This is an optimization exercise on Yosys and OpenROAD, whose aim is small area, a short achievable clock period and few clock cycles per item, not a production implementation.
In this exercise RTL edits were held to simulation tests only and were not proved equivalent to the original.

--- design/flow/config.mk ---
export PLATFORM = sky130hd
export DESIGN_NAME = flit_rx_check
export DESIGN_NICKNAME = flit_rx_check
export VERILOG_FILES = /design/flow/design.v
export SDC_FILE = /design/flow/constraint.sdc
export NUM_CORES = 8
export LEC_CHECK = 0
export CAP_MARGIN = 20
export CORE_MARGIN = 2
export CORE_UTILIZATION = 30
export SLEW_MARGIN = 20
--- design/flow/constraint.sdc ---
create_clock -name core_clock -period 30.0 [get_ports {clk}]
set_input_delay 6.0000 -clock core_clock [delete_from_list [all_inputs] [get_ports {clk}]]
set_output_delay 6.0000 -clock core_clock [all_outputs]
set_load 0.01 [all_outputs]
--- design/flow/design.v ---
module flit_rx_check (
  input  wire        clk,
  input  wire        rst,
  input  wire        in_valid,
  output wire        in_ready,
  input  wire [63:0] in_data,
  output wire        out_valid,
  input  wire        out_ready,
  output wire [63:0] out_data,
  output wire        out_last,
  output wire        out_fec_fail,
  output wire        out_crc_fail
);
  localparam integer L = 38;
  localparam [63:0] CRC_POLY = 64'h42F0E1EBA9EA3693;
  localparam [63:0] CRC_RES  = 64'hF9DCA2FF393C2D0A;
  function automatic [7:0] gf_mul(input [7:0] a, input [7:0] b);
    reg [7:0] p, x;
    integer i;
    begin
      p = 8'h00;
      x = a;
      for (i = 0; i < 8; i = i + 1) begin
        if (b[i]) p = p ^ x;
        x = {x[6:0], 1'b0} ^ (x[7] ? 8'h1D : 8'h00);
      end
      gf_mul = p;
    end
  endfunction
  function automatic [7:0] gf_sq(input [7:0] a);
    gf_sq = gf_mul(a, a);
  endfunction
  function automatic [3:0] gf16_mul(input [3:0] a, input [3:0] b);
    reg [3:0] p, x;
    integer i;
    begin
      p = 4'h0;
      x = a;
      for (i = 0; i < 4; i = i + 1) begin
        if (b[i]) p = p ^ x;
        x = {x[2:0], 1'b0} ^ (x[3] ? 4'h3 : 4'h0);
      end
      gf16_mul = p;
    end
  endfunction
  function automatic [3:0] gf16_inv(input [3:0] a);
    case (a)
      4'd0: gf16_inv = 4'd0;
      4'd1: gf16_inv = 4'd1;
      4'd2: gf16_inv = 4'd9;
      4'd3: gf16_inv = 4'd14;
      4'd4: gf16_inv = 4'd13;
      4'd5: gf16_inv = 4'd11;
      4'd6: gf16_inv = 4'd7;
      4'd7: gf16_inv = 4'd6;
      4'd8: gf16_inv = 4'd15;
      4'd9: gf16_inv = 4'd2;
      4'd10: gf16_inv = 4'd12;
      4'd11: gf16_inv = 4'd5;
      4'd12: gf16_inv = 4'd10;
      4'd13: gf16_inv = 4'd4;
      4'd14: gf16_inv = 4'd3;
      4'd15: gf16_inv = 4'd8;
      default: gf16_inv = 4'd0;
    endcase
  endfunction
  function automatic [7:0] gf_inv(input [7:0] a);
    reg [7:0] t, r;
    reg [3:0] a0, a1, n, ni;
    begin
      t[0] = a[0] ^ a[1] ^ a[2] ^ a[3] ^ a[6];
      t[1] = a[1] ^ a[2] ^ a[4] ^ a[6] ^ a[7];
      t[2] = a[4] ^ a[5];
      t[3] = a[3] ^ a[4] ^ a[6];
      t[4] = a[4] ^ a[7];
      t[5] = a[1] ^ a[3] ^ a[4];
      t[6] = a[2] ^ a[5] ^ a[6];
      t[7] = a[5];
      a0 = t[3:0];
      a1 = t[7:4];
      n  = gf16_mul(gf16_mul(a1, a1), 4'd8) ^ gf16_mul(a1, a0) ^ gf16_mul(a0, a0);
      ni = gf16_inv(n);
      t  = {gf16_mul(a1, ni), gf16_mul(a0 ^ a1, ni)};
      r[0] = t[0] ^ t[2] ^ t[5] ^ t[6];
      r[1] = t[1] ^ t[4] ^ t[6] ^ t[7];
      r[2] = t[1] ^ t[3] ^ t[4] ^ t[5];
      r[3] = t[1] ^ t[2] ^ t[4] ^ t[5] ^ t[6];
      r[4] = t[2] ^ t[7];
      r[5] = t[7];
      r[6] = t[1] ^ t[3] ^ t[4] ^ t[5] ^ t[6] ^ t[7];
      r[7] = t[2] ^ t[4] ^ t[7];
      gf_inv = r;
    end
  endfunction
  function automatic [63:0] crc64(input [63:0] crc, input [63:0] d);
    reg [63:0] c;
    integer i;
    begin
      c = crc ^ d;
      for (i = 0; i < 64; i = i + 1)
        c = c[63] ? ({c[62:0], 1'b0} ^ CRC_POLY) : {c[62:0], 1'b0};
      crc64 = c;
    end
  endfunction
  reg  [63:0] ring [0:L-1];
  reg  [5:0]  wdist;      
  reg  [5:0]  rdist;      
  reg  [5:0]  occ;        
  reg  [4:0]  wbeat;      
  reg  [4:0]  rbeat;      
  reg         in_rdy_q;
  reg         wr_q;       
  reg  [4:0]  wr_beat_q;  
  reg  [63:0] out_q;
  reg         ov_q, olast_q, ofec_q, ocrc_q;
  reg         chien_ok;   
  assign in_ready     = in_rdy_q;
  assign out_valid    = ov_q;
  assign out_data     = out_q;
  assign out_last     = olast_q;
  assign out_fec_fail = ofec_q;
  assign out_crc_fail = ocrc_q;
  wire wr = in_valid && in_rdy_q;
  wire rd = chien_ok && (rdist == 6'd0) && (occ != 6'd0) && (!ov_q || out_ready);
  wire [5:0] occ_n   = occ + {5'd0, wr} - {5'd0, rd};
  wire [5:0] wdist_n = wr ? 6'd0 : (wdist == 6'd0 ? 6'd37 : wdist - 6'd1);
  wire [5:0] rdist_n = rd ? 6'd0 : (rdist == 6'd0 ? 6'd37 : rdist - 6'd1);
  integer i;
  always @(posedge clk) begin
    for (i = 0; i < L - 1; i = i + 1)
      ring[i] <= ring[i + 1];
    ring[L-1] <= wr ? in_data : ring[0];
  end
  always @(posedge clk) begin
    if (rst) begin
      wdist    <= 6'd0;
      rdist    <= 6'd37;
      occ      <= 6'd0;
      wbeat    <= 0;
      rbeat    <= 0;
      in_rdy_q <= 1'b1;
      wr_q     <= 1'b0;
    end else begin
      wdist    <= wdist_n;
      rdist    <= rdist_n;
      occ      <= occ_n;
      if (wr) wbeat <= wbeat + 5'd1;
      if (rd) rbeat <= rbeat + 5'd1;
      in_rdy_q <= (wdist_n == 6'd0) && (occ_n != 6'd38);
      wr_q     <= wr;
    end
    wr_beat_q <= wbeat;
  end
  reg  [31:0] syn [0:2];
  wire [63:0] wb = ring[L-1];
  wire        sfirst = (wr_beat_q == 5'd0);
  wire        sdone  = wr_q && (wr_beat_q == 5'd31);
  reg  [31:0] su [0:2];    
  always @* begin
    su[0][7:0] = (sfirst ? 8'h00 : gf_mul(syn[0][7:0], 8'h01)) ^ wb[63:56] ^ wb[39:32] ^ wb[15:8];
    su[0][15:8] = (sfirst ? 8'h00 : gf_mul(syn[0][15:8], 8'h08)) ^ gf_mul(wb[63:56], 8'h04) ^ gf_mul(wb[39:32], 8'h02) ^ wb[15:8];
    su[0][23:16] = (sfirst ? 8'h00 : gf_mul(syn[0][23:16], 8'h40)) ^ gf_mul(wb[63:56], 8'h10) ^ gf_mul(wb[39:32], 8'h04) ^ wb[15:8];
    su[0][31:24] = (sfirst ? 8'h00 : gf_mul(syn[0][31:24], 8'h3A)) ^ gf_mul(wb[63:56], 8'h40) ^ gf_mul(wb[39:32], 8'h08) ^ wb[15:8];
    su[1][7:0] = (sfirst ? 8'h00 : gf_mul(syn[1][7:0], 8'h01)) ^ wb[55:48] ^ wb[31:24] ^ wb[7:0];
    su[1][15:8] = (sfirst ? 8'h00 : gf_mul(syn[1][15:8], 8'h08)) ^ gf_mul(wb[55:48], 8'h04) ^ gf_mul(wb[31:24], 8'h02) ^ wb[7:0];
    su[1][23:16] = (sfirst ? 8'h00 : gf_mul(syn[1][23:16], 8'h40)) ^ gf_mul(wb[55:48], 8'h10) ^ gf_mul(wb[31:24], 8'h04) ^ wb[7:0];
    su[1][31:24] = (sfirst ? 8'h00 : gf_mul(syn[1][31:24], 8'h3A)) ^ gf_mul(wb[55:48], 8'h40) ^ gf_mul(wb[31:24], 8'h08) ^ wb[7:0];
    su[2][7:0] = (sfirst ? 8'h00 : gf_mul(syn[2][7:0], 8'h01)) ^ wb[47:40] ^ wb[23:16];
    su[2][15:8] = (sfirst ? 8'h00 : gf_mul(syn[2][15:8], 8'h04)) ^ gf_mul(wb[47:40], 8'h02) ^ wb[23:16];
    su[2][23:16] = (sfirst ? 8'h00 : gf_mul(syn[2][23:16], 8'h10)) ^ gf_mul(wb[47:40], 8'h04) ^ wb[23:16];
    su[2][31:24] = (sfirst ? 8'h00 : gf_mul(syn[2][31:24], 8'h40)) ^ gf_mul(wb[47:40], 8'h08) ^ wb[23:16];
  end
  always @(posedge clk)
    if (wr_q) begin
      syn[0] <= su[2];
      syn[1] <= su[0];
      syn[2] <= su[1];
    end
  reg  [31:0] hold1, hold2;
  reg  [1:0]  sq;           
  always @(posedge clk) begin
    hold2 <= su[0];                          
    hold1 <= sdone ? su[2] : hold2;          
    if (rst) sq <= 2'd0;
    else sq <= sdone ? 2'd2 : (sq != 0 ? sq - 2'd1 : 2'd0);
  end
  wire [31:0] sa   = sdone ? su[1] : hold1;
  wire        sa_v = sdone || (sq != 0);
  wire [1:0]  sa_c = sdone ? 2'd0 : (sq == 2 ? 2'd1 : 2'd2);
  wire [7:0] s0 = sa[7:0], s1 = sa[15:8], s2 = sa[23:16], s3 = sa[31:24];
  wire [7:0] a_det  = gf_sq(s1) ^ gf_mul(s0, s2);
  wire [7:0] a_num1 = gf_mul(s0, s3) ^ gf_mul(s1, s2);
  wire [7:0] a_num2 = gf_mul(s1, s3) ^ gf_sq(s2);
  reg  [7:0] b_det, b_num1, b_num2, b_p, b_q, b_s0, b_s1;
  reg        b_zero, b_v;
  reg  [1:0] b_c;
  always @(posedge clk) begin
    b_det  <= a_det;
    b_num1 <= a_num1;
    b_num2 <= a_num2;
    b_p    <= gf_mul(s0, a_det);
    b_q    <= gf_mul(s1, a_det);
    b_s0   <= s0;
    b_s1   <= s1;
    b_zero <= (sa == 32'd0);
    b_c    <= sa_c;
    b_v    <= sa_v && !rst;
  end
  wire       two  = (b_det != 8'h00);
  wire       one  = !b_zero && !two;
  wire [7:0] r1   = gf_inv(b_num1);
  wire [7:0] e2   = gf_mul(b_p, r1);
  wire [7:0] f2   = gf_mul(b_q, r1) ^ b_s0;
  wire [7:0] lam0 = two ? b_det  : (one ? b_s0 : 8'h01);
  wire [7:0] lam1 = two ? b_num1 : (one ? b_s1 : 8'h00);
  wire [7:0] lam2 = two ? b_num2 : 8'h00;
  wire [7:0] ev   = two ? e2 : 8'h00;
  wire [7:0] fv   = two ? f2 : b_s0;
  wire [1:0] mode = two ? 2'd2 : (one ? ((b_s0 == 8'h00 || b_num1 != 8'h00) ? 2'd3 : 2'd1) : 2'd0);
  wire       c0   = (b_c == 2'd0);
  wire [7:0] ia = c0 ? gf_mul(lam1, 8'hD7) : gf_mul(lam1, 8'hB3);
  wire [7:0] ib = c0 ? gf_mul(lam2, 8'hD6) : gf_mul(lam2, 8'h7F);
  wire [7:0] ig = c0 ? gf_mul(ev, 8'hD6) : gf_mul(ev, 8'h6B);
  reg  [41:0] pend [0:2];
  reg  [2:0]  pend_v;
  wire        pend_full = &pend_v;
  always @(posedge clk) begin
    if (b_v) pend[b_c] <= {mode, fv, ig, ib, ia, lam0};
  end
  reg  [43:0] chs [0:2];
  wire [63:0] rb = ring[1];
  reg  [63:0] cb;           
  reg  [43:0] chu [0:2];    
  reg  [2:0]  okc;          
  reg  [7:0]  v, ev_l;
  reg  [2:0]  rt;
  always @* begin
    v = chs[0][7:0] ^ chs[0][15:8] ^ chs[0][23:16];
    rt[0] = (v == 8'h00);
    ev_l = chs[0][31:24] ^ chs[0][39:32];
    cb[63:56] = rb[63:56] ^ (rt[0] ? ev_l : 8'h00);
    v = chs[0][7:0] ^ gf_mul(chs[0][15:8], 8'h02) ^ gf_mul(chs[0][23:16], 8'h04);
    rt[1] = (v == 8'h00);
    ev_l = gf_mul(chs[0][31:24], 8'h8E) ^ chs[0][39:32];
    cb[39:32] = rb[39:32] ^ (rt[1] ? ev_l : 8'h00);
    v = chs[0][7:0] ^ gf_mul(chs[0][15:8], 8'h04) ^ gf_mul(chs[0][23:16], 8'h10);
    rt[2] = (v == 8'h00);
    ev_l = gf_mul(chs[0][31:24], 8'h47) ^ chs[0][39:32];
    cb[15:8] = rb[15:8] ^ (rt[2] ? ev_l : 8'h00);
    chu[0][7:0]   = chs[0][7:0];
    chu[0][15:8]  = gf_mul(chs[0][15:8], 8'h08);
    chu[0][23:16] = gf_mul(chs[0][23:16], 8'h40);
    chu[0][31:24] = gf_mul(chs[0][31:24], 8'hAD);
    chu[0][41:32] = chs[0][41:32];
    chu[0][42] = chs[0][42] | (|rt);
    chu[0][43] = chs[0][43] | (chs[0][42] & (|rt)) | (rt[0] & rt[1]) | (rt[0] & rt[2]) | (rt[1] & rt[2]);
    case (chs[0][41:40])
      2'd0: okc[0] = 1'b1;
      2'd1: okc[0] = chu[0][42];
      2'd2: okc[0] = chu[0][43];
      default: okc[0] = 1'b0;
    endcase
    v = chs[1][7:0] ^ chs[1][15:8] ^ chs[1][23:16];
    rt[0] = (v == 8'h00);
    ev_l = chs[1][31:24] ^ chs[1][39:32];
    cb[55:48] = rb[55:48] ^ (rt[0] ? ev_l : 8'h00);
    v = chs[1][7:0] ^ gf_mul(chs[1][15:8], 8'h02) ^ gf_mul(chs[1][23:16], 8'h04);
    rt[1] = (v == 8'h00);
    ev_l = gf_mul(chs[1][31:24], 8'h8E) ^ chs[1][39:32];
    cb[31:24] = rb[31:24] ^ (rt[1] ? ev_l : 8'h00);
    v = chs[1][7:0] ^ gf_mul(chs[1][15:8], 8'h04) ^ gf_mul(chs[1][23:16], 8'h10);
    rt[2] = (v == 8'h00);
    ev_l = gf_mul(chs[1][31:24], 8'h47) ^ chs[1][39:32];
    cb[7:0] = rb[7:0] ^ (rt[2] ? ev_l : 8'h00);
    chu[1][7:0]   = chs[1][7:0];
    chu[1][15:8]  = gf_mul(chs[1][15:8], 8'h08);
    chu[1][23:16] = gf_mul(chs[1][23:16], 8'h40);
    chu[1][31:24] = gf_mul(chs[1][31:24], 8'hAD);
    chu[1][41:32] = chs[1][41:32];
    chu[1][42] = chs[1][42] | (|rt);
    chu[1][43] = chs[1][43] | (chs[1][42] & (|rt)) | (rt[0] & rt[1]) | (rt[0] & rt[2]) | (rt[1] & rt[2]);
    case (chs[1][41:40])
      2'd0: okc[1] = 1'b1;
      2'd1: okc[1] = chu[1][42];
      2'd2: okc[1] = chu[1][43];
      default: okc[1] = 1'b0;
    endcase
    v = chs[2][7:0] ^ chs[2][15:8] ^ chs[2][23:16];
    rt[0] = (v == 8'h00);
    ev_l = chs[2][31:24] ^ chs[2][39:32];
    cb[47:40] = rb[47:40] ^ (rt[0] ? ev_l : 8'h00);
    v = chs[2][7:0] ^ gf_mul(chs[2][15:8], 8'h02) ^ gf_mul(chs[2][23:16], 8'h04);
    rt[1] = (v == 8'h00);
    ev_l = gf_mul(chs[2][31:24], 8'h8E) ^ chs[2][39:32];
    cb[23:16] = rb[23:16] ^ (rt[1] ? ev_l : 8'h00);
    rt[2] = 1'b0;
    chu[2][7:0]   = chs[2][7:0];
    chu[2][15:8]  = gf_mul(chs[2][15:8], 8'h04);
    chu[2][23:16] = gf_mul(chs[2][23:16], 8'h10);
    chu[2][31:24] = gf_mul(chs[2][31:24], 8'h47);
    chu[2][41:32] = chs[2][41:32];
    chu[2][42] = chs[2][42] | (|rt);
    chu[2][43] = chs[2][43] | (chs[2][42] & (|rt)) | (rt[0] & rt[1]) | (rt[0] & rt[2]) | (rt[1] & rt[2]);
    case (chs[2][41:40])
      2'd0: okc[2] = 1'b1;
      2'd1: okc[2] = chu[2][42];
      2'd2: okc[2] = chu[2][43];
      default: okc[2] = 1'b0;
    endcase
  end
  wire load = pend_full && (!chien_ok || (rd && rbeat == 5'd31));
  always @(posedge clk) begin
    if (rst) begin
      pend_v   <= 3'b000;
      chien_ok <= 1'b0;
    end else begin
      if (load) begin
        pend_v   <= 3'b000;
        chien_ok <= 1'b1;
      end else if (rd && rbeat == 5'd31) begin
        chien_ok <= 1'b0;
      end
      if (b_v) pend_v[b_c] <= 1'b1;
    end
    if (load) begin
      chs[0] <= {2'b00, pend[0]};
      chs[1] <= {2'b00, pend[1]};
      chs[2] <= {2'b00, pend[2]};
    end else if (rd) begin
      chs[0] <= chu[2];
      chs[1] <= chu[0];
      chs[2] <= chu[1];
    end
  end
  reg  [63:0] crc;
  wire [63:0] crc_d = (rbeat == 5'd30) ? {cb[63:32], 32'd0} : cb;
  always @(posedge clk)
    if (rd) crc <= crc64((rbeat == 5'd0) ? 64'hFFFF_FFFF_FFFF_FFFF : crc, crc_d);
  always @(posedge clk) begin
    if (rst)
      ov_q <= 1'b0;
    else if (rd)
      ov_q <= 1'b1;
    else if (out_ready)
      ov_q <= 1'b0;
    if (rd) begin
      out_q   <= cb;
      olast_q <= (rbeat == 5'd31);
      ofec_q  <= !(&okc);
      ocrc_q  <= (crc != CRC_RES);
    end
  end
endmodule
--- design/flow/run.sh ---
#!/bin/bash
# synth_recipe.tcl (not shown) runs the flow's synth.tcl, then flattens the netlist and writes it again
# the make line also repeats each setting of config.mk as NAME=value (left out here)
make -C /OpenROAD-flow-scripts/flow DESIGN_CONFIG=/design/flow/config.mk WORK_HOME=/design/flow/orfs CLKGATE_MAP_FILE= SYNTH_SCRIPT=/design/flow/synth_recipe.tcl finish
==> run notes <==
## kinds of logic after synthesis
group	after synthesis	share of synthesized area, %
flip-flops	3083	61.71
AO/OA/AOI/OAI	504	2.852
adder cells (fa/ha/maj)	37	0.4225
AND/OR/NAND/NOR	1681	6.585
buffers and inverters	378	1.413
XOR/XNOR	2618	25.78
multiplexers	121	1.237
## flip-flops by register name, indices dropped and copies added (netlist names), 6 cells and up
signal and count:
hold1 32, syn 96, b_s0 8, hold2 32, b_q 8, rdist 6, b_p 8, b_s1 8
b_det 8, chs 132, wdist 6, out_q 64, crc 64, occ 6, pend 126, ring 2432
b_num1 8, b_num2 8
## per-layer routing
metal	wire [µm]	GRT usage, %
met1	130300	21.29
met2	144300	27.47
met3	17070	2.120
met4	12740	6.395
met5	0	0
## layout make-up
| class | instances | area (µm²) |
|---|---|---|
| fill | 34800 | 233300 |
| sequential | 3083 | 66520 |
| multi-input combinational | 4961 | 40080 |
| clock buffer | 399 | 8308 |
| tap | 4773 | 5972 |
| timing repair buffer | 274 | 2425 |
| clock inverter | 121 | 1460 |
| inverter | 71 | 266.5 |
| antenna | 8 | 20.02 |
## worst max-delay path, delay by kind of cell (launching register included)
kind	cells	cell delay (ps)
xor gates and xnor gates	19	9080
buffers and inverters	2	710
and+or+nand+nor	2	380
DFF	1	350
adders and majority gates	1	160
## synthesized netlist by cell type (34+ instances only)
| master | count |
|---|---|
| a21oi_1 | 160 |
| clkbuf_1 | 235 |
| dfxtp_1 | 2604 |
| edfxtp_1 | 479 |
| inv_1 | 64 |
| mux2_2 | 48 |
| mux2i_1 | 68 |
| nand2_1 | 809 |
| nand3_1 | 39 |
| nor2_1 | 592 |
| nor3_1 | 66 |
| o21ai_0 | 132 |
| o22ai_1 | 37 |
| xnor2_1 | 1741 |
| xnor3_1 | 230 |
| xor2_1 | 514 |
| xor3_1 | 34 |
## metrics by stage
| stage | instances | worst slack (ps) |
|---|---|---|
| 6_report | 13690 | 19030 |
| 4_1_cts | 13680 | 19080 |
| 2_1_floorplan | 8422 | 17960 |
| 5_1_grt | 13690 | 18600 |
| 3_3_place_gp | 13160 | 19010 |
| 3_5_place_dp | 13160 | 19120 |
## worst paths after layout
kind,start,end,slack (ps)
max reg2reg,rbeat[0],crc[32],19030
min,ring[8][37],ring[7][37],260
max,rbeat[0],crc[32],19030
min reg2reg,ring[8][37],ring[7][37],260
==> out/qor.csv <==
metric,value,unit
status,no timing/DRC/antenna violations,
hold_violations,0,
final_antenna_net_count,0,
dieArea,364100,µm²
cts_tree,done,
crit_chain,inv_1 -> ha_1 -> nor4b_4 -> buf_4 -> nor2_1 -> xnor2_2 -> xnor3_1 -> xnor3_2 -> xnor2_2 -> xnor3_1 -> xnor3_2 -> xnor3_1 -> xnor3_2 -> xnor3_1 -> xor3_1 -> xnor3_1 -> xnor3_1 -> xnor3_2 -> xnor2_4 -> xnor3_2 -> xor2_4 -> xnor2_4 -> xor2_2 -> xnor2_1,
synthesis.area,107800,µm²
postSynth.asyncResetShare,0,%
hpwl,227300,µm
critPathMaxFanout,70,
finish.net_count,8781,
io_buffers,136,
fmax,91.13,MHz
wirelength,304300,µm
place_area,115200,µm²
setup.worst_path.start_class,flip-flop,
avgSynthCellArea,12.80,µm²
ys_warn_count,6,
io_pins,137,
grt_start_max_net_pins,86,
cp_slowest_cell,xnor3_1,
cts_setup_buffers,0,
reg2reg_depth,24,
synthTopCellsByArea,"dfxtp_1 48%, xnor2_1 14%, edfxtp_1 13%",
finalSetupViolations,0,
synth_area_leader_cell,dfxtp_1,
numCtsBuffers,291,
whs_path_depth,0,
cts.sinks,3083,
initial_core_util,30.07,%
rows,220,
antenna_found_initial,25,
syn_inst,8422,
synth_edf_count,479,
hold_buffers,0,
drive_above_1_share,9.305,%
h-tree-depth,5,
ctsResizeCount,0,
crit_arrival,11530,ps
wl_per_cell,22.23,µm
drc_errors,0,
vias,59210,
final_common_cell,dfxtp_1,
skew,80.58,ps
clockBufferDepth,4,
tightest_slew,1091,ps
insertion_delay,880,ps
cp-end-kind,flip-flop,
drv_slew,0,
die_w,603.4,µm
period_share,36.58,%
grt_overflow_total,0,
ys_types,88,
grt_pass1_vias,58790,
finalInstanceArea,125100,µm²
drt-initial-drc-count,5135,
hold_ws,259.7,ps
firstDrtPassIters,7,
tns,0,ps
drv_cap,0,
post-route-util,34.89,%
grt_pass1_wl,431000,µm
area_delta_synth_final,16.02,%
die_h,603.4,µm
synth-main-ff-cell,dfxtp_1,
yosys.area.top_type_share,48.36,%
clk_pin_slew,60,ps
cts_root_buffer,clkbuf_16,
slew_headroom,26.76,%
rsz0062_at_grt,no,
via_per_inst,4.325,
ys_ff_latch,3083,
syn_nets,8521,
crit_required,30560,ps
worst-setup-path-type,reg -> reg,
period_needed,10970,ps
worst_path_most_repeated_cell,xnor3_1,
track_usage,16.35,%
most-common-layout-cells,"2603 x dfxtp_1, 1727 x xnor2_1, 808 x nand2_1",
gp_congestion,0.9101,
hold_class,reg -> reg,
cpPeakStageDelay,740,ps
core,358400,µm²
yosysSeqAreaShare,61.71,%
Testbench counts, summed over its fixed seeds: cycles 16,688, flits 512.

port drivers added, routing unchanged:
The results above use ideal ports. As a check the final layout listed here was re-extracted and re-timed, cells and wires unchanged.
Step 1 sets driving cells, clkbuf_16 on the clock port and buf_2 on the other inputs (assumed; they add their load-dependent delay and slew).
Step 2 adds t to the input delays and takes it off the output delays; t is the mean of the earliest and latest rising clock arrival at the registers after step 1. Input paths then give back, and output paths get back, about the clock's delay inside the block.
Slacks: no drivers / after step 1 / after step 2; pairs: no drivers / after step 1.
shift t [ns]: 0.929
setup WS [ns]: 19.027 / 19.027 / 19.027
worst setup path after step 2: register to register
worst register clock-pin slew, ns: 0.07 / 0.07
After both steps this run still meets setup and hold. For this run, drivers alone change the setup slack by 0.000 ns; drivers and shift together by 0.000 ns.
